Background: an optimization exercise with open tools, aiming at small area, a short achievable clock period and few clock cycles. Do not read the settings as production practice. RTL that was checked went through simulation tests only; none was proved equivalent to the original.

== main ==
Design ce_update, start of the top module:
module ce_update (
    input  wire         clk,
    input  wire         rst,
    input  wire         start,
    output reg          done,
    input  wire [1:0]   law,
    input  wire [1:0]   nbq,
    input  wire [15:0]  e,
    input  wire [255:0] s_in,
    input  wire [16:0]  umod,
    input  wire [15:0]  tco,
    input  wire [7:0]   tref,
    input  wire [7:0]   t,
    input  wire [7:0]   damp,
    input  wire         dith_en,
    input  wire         wd,
    input  wire         ho,
    input  wire [17:0]  ff,
    input  wire [17:0]  lr,
    input  wire [639:0] coef,
    input  wire [15:0]  kph,
    input  wire [15:0]  gout,
    input  wire [31:0]  rgout,
    input  wire [15:0]  kb,
    input  wire [16:0]  win,
    output wire [255:0] s_out,
    output reg  [31:0]  w,
    output reg  [16:0]  ul,
    output reg  [16:0]  ucmd,
    output reg  [7:0]   dh
);
Settings: LEC_CHECK=0, ABC_AREA=1, CAP_MARGIN=35, CORE_MARGIN=2, CORE_UTILIZATION=30, PLACE_DENSITY=0.5, SLEW_MARGIN=20, SYNTH_HIERARCHICAL=1; clock period 18.0 ns.
standard.sh (not shown) runs the stock make flow with config.mk's settings and CLKGATE_MAP_FILE= SYNTH_SCRIPT=/design/flow/synth_recipe.tcl, a recipe that flattens the netlist after the stock synthesis.
==> flow/flow/run.sh <==
#!/bin/bash
# The standard flow (standard.sh: unchanged synthesis, floorplan, placement,
# CTS, routing) with a larger setup-repair target (SETUP_SLACK_MARGIN), so that
# repair_timing keeps improving the paths that set the achieved period.
# Port buffers use the smallest buffer cell.  The SDC is not changed.
# If detailed routing leaves an antenna violation that its repair cannot fix,
# the layout is made again with the repair target nudged (which moves cells
# and so the routing), at most twice.
set -eo pipefail
export BUFFER_PORTS_ARGS="-buffer_cell sky130_fd_sc_hd__buf_1"
ANT=orfs/reports/sky130hd/ce_update/base/drt_antennas.log
try=0
for margin in 11 11.02 10.98; do
  try=$((try + 1))
  rm -rf orfs out/final.def
  SETUP_SLACK_MARGIN=$margin bash standard.sh > standard_try$try.log 2>&1
  if ! grep -q VIOLATED "$ANT"; then
    break
  fi
  cp "$ANT" antenna_violations_try$try.log
done
No stage failed in main, and the final checks on the layout all came back clean.
For the feature branch, these inputs were changed with respect to main:
diff --git a/flow/flow/run.sh b/flow/flow/run.sh
--- a/flow/flow/run.sh
+++ b/flow/flow/run.sh
@@ -13 +13 @@
-for margin in 11 11.02 10.98; do
+for margin in 11.02 10.98 11.04; do
Notes after the runs:
Every run in the comparison, main and the feature branch, completed the flow with a clean layout.
Final cell count across main and the feature branch: no real change.
Diff main..the feature branch | buffer share of cell area | negligible
main → the feature branch: final clock period utilization by the worst path went up 0.42 points, first-pass GRT wire length held, count of sequential standard cells held.
Re tightest hold margin: the feature branch is 0.0039 ns down on main.
Final worst-path setup slack, main and the feature branch: smaller value in the feature branch
No functional check of the RTL was part of any run of this note.


ce_update, a different RTL version from the one above (not shown whole).
Size in the first run: roughly 10,000 cells after synthesis, roughly 680 flip-flops, about 77,000 sq um of cells after synthesis.
export LEC_CHECK = 0
export ABC_AREA = 1
export CAP_MARGIN = 35
export CORE_MARGIN = 2
export CORE_UTILIZATION = 30
export PLACE_DENSITY = 0.5
export SLEW_MARGIN = 20
export SYNTH_HIERARCHICAL = 1
create_clock -name core_clock -period 18.0 [get_ports {clk}]
==> flow/flow/run.sh <==
#!/bin/bash
# The standard flow (standard.sh: unchanged synthesis, floorplan, placement,
# CTS, routing) with a larger setup-repair target (SETUP_SLACK_MARGIN), so that
# repair_timing keeps improving the paths that set the achieved period.
# Port buffers use the smallest buffer cell.  The SDC is not changed.
set -eo pipefail
export BUFFER_PORTS_ARGS="-buffer_cell sky130_fd_sc_hd__buf_1"
SETUP_SLACK_MARGIN=12 bash standard.sh > standard.log 2>&1
Testbench counts at the start, summed over its fixed seeds: cycles 29,468.
Then changed:
--- a/flow/flow/run.sh
+++ b/flow/flow/run.sh
@@ -6,3 +6,3 @@
 set -eo pipefail
 export BUFFER_PORTS_ARGS="-buffer_cell sky130_fd_sc_hd__buf_1"
-SETUP_SLACK_MARGIN=12 bash standard.sh > standard.log 2>&1
+SETUP_SLACK_MARGIN=11 bash standard.sh > standard.log 2>&1
--- a/flow/config.mk
+++ b/flow/config.mk
@@ -10,4 +10,6 @@
 export CORE_MARGIN = 2
 export CORE_UTILIZATION = 30
+export CTS_CLUSTER_DIAMETER = 80
+export CTS_CLUSTER_SIZE = 16
 export PLACE_DENSITY = 0.5
 export SLEW_MARGIN = 20
After rerunning: Cell area shrinks by roughly a tenth; via count shrinks by a few percent; count of clock-buffer cells in the layout shrinks by 30; maximum frequency shrinks slightly; setup slack got worse by 32 ps.
Then changed:
--- a/flow/flow/run.sh
+++ b/flow/flow/run.sh
@@ -6,3 +6,3 @@
 set -eo pipefail
 export BUFFER_PORTS_ARGS="-buffer_cell sky130_fd_sc_hd__buf_1"
-SETUP_SLACK_MARGIN=11 bash standard.sh > standard.log 2>&1
+SETUP_SLACK_MARGIN=10 bash standard.sh > standard.log 2>&1
--- a/flow/config.mk
+++ b/flow/config.mk
@@ -10,6 +10,4 @@
 export CORE_MARGIN = 2
 export CORE_UTILIZATION = 30
-export CTS_CLUSTER_DIAMETER = 80
-export CTS_CLUSTER_SIZE = 16
 export PLACE_DENSITY = 0.5
 export SLEW_MARGIN = 20
Outcome: Final cell count decreases by 0.66%; synthesized area stays the same; via count fell by 0.97%; setup slack degrades by 1000 ps; wire length drops by 0.75%; hold slack is about the same; synthesized cell count does not change; maximum frequency shrinks by 13%; utilization came out lower by 0.96 points.
Then changed:
--- a/flow/flow/run.sh
+++ b/flow/flow/run.sh
@@ -6,3 +6,3 @@
 set -eo pipefail
 export BUFFER_PORTS_ARGS="-buffer_cell sky130_fd_sc_hd__buf_1"
-SETUP_SLACK_MARGIN=10 bash standard.sh > standard.log 2>&1
+SETUP_SLACK_MARGIN=11 bash standard.sh > standard.log 2>&1
Result:
- The changed run completed with no timing, DRC or antenna violations
- routed wire length grows by 0.74%
- cell count came out higher by 0.69%
- die area is unchanged
- cell area climbs by 3.1%
- first-iteration DRC count drops by 4.6%
- setup slack improved by 1000 ps
- sequential share of layout area shrinks by 0.48 points
- global-route usage rose by 0.23 points

-- separate check: timing with driven ports --
No port has a modelled driver above. Below, the same layouts with a new extraction and two added sets of constraints.
Step 1: set_driving_cell puts a clkbuf_16 on clk and a buf_2 on each other input, an assumption about the parent block.
Step 2 adds t to the input delays and takes it off the output delays; t is the mean of the earliest and latest rising clock arrival at the registers after step 1. Input paths then give back, and output paths get back, about the clock's delay inside the block.
Three values: no drivers, after step 1, after step 2; two values: the first two.
run	shift t [ns]	slack for setup (ns)	worst register clock-pin slew, ns	worst data-port slew with drivers (ns)
main	0.859	10.957 / 10.921 / 10.449	0.08 / 0.08	0.26
the feature branch	0.857	10.881 / 10.881 / 10.532	0.08 / 0.08	0.26
the first run of note 2	0.830	10.999 / 10.912 / 10.968	0.07 / 0.07	0.37
the second run of note 2	0.815	10.967 / 10.893 / 10.560	0.09 / 0.09	0.53
the third run of note 2	0.833	9.932 / 9.849 / 10.002	0.07 / 0.07	0.45
the fourth run of note 2	0.834	10.927 / 10.845 / 10.472	0.07 / 0.07	0.45
After both steps setup and hold are still met in every run listed. The setup slack of main, which loses most, moves by -0.036 ns with the drivers and by -0.508 ns with both steps.
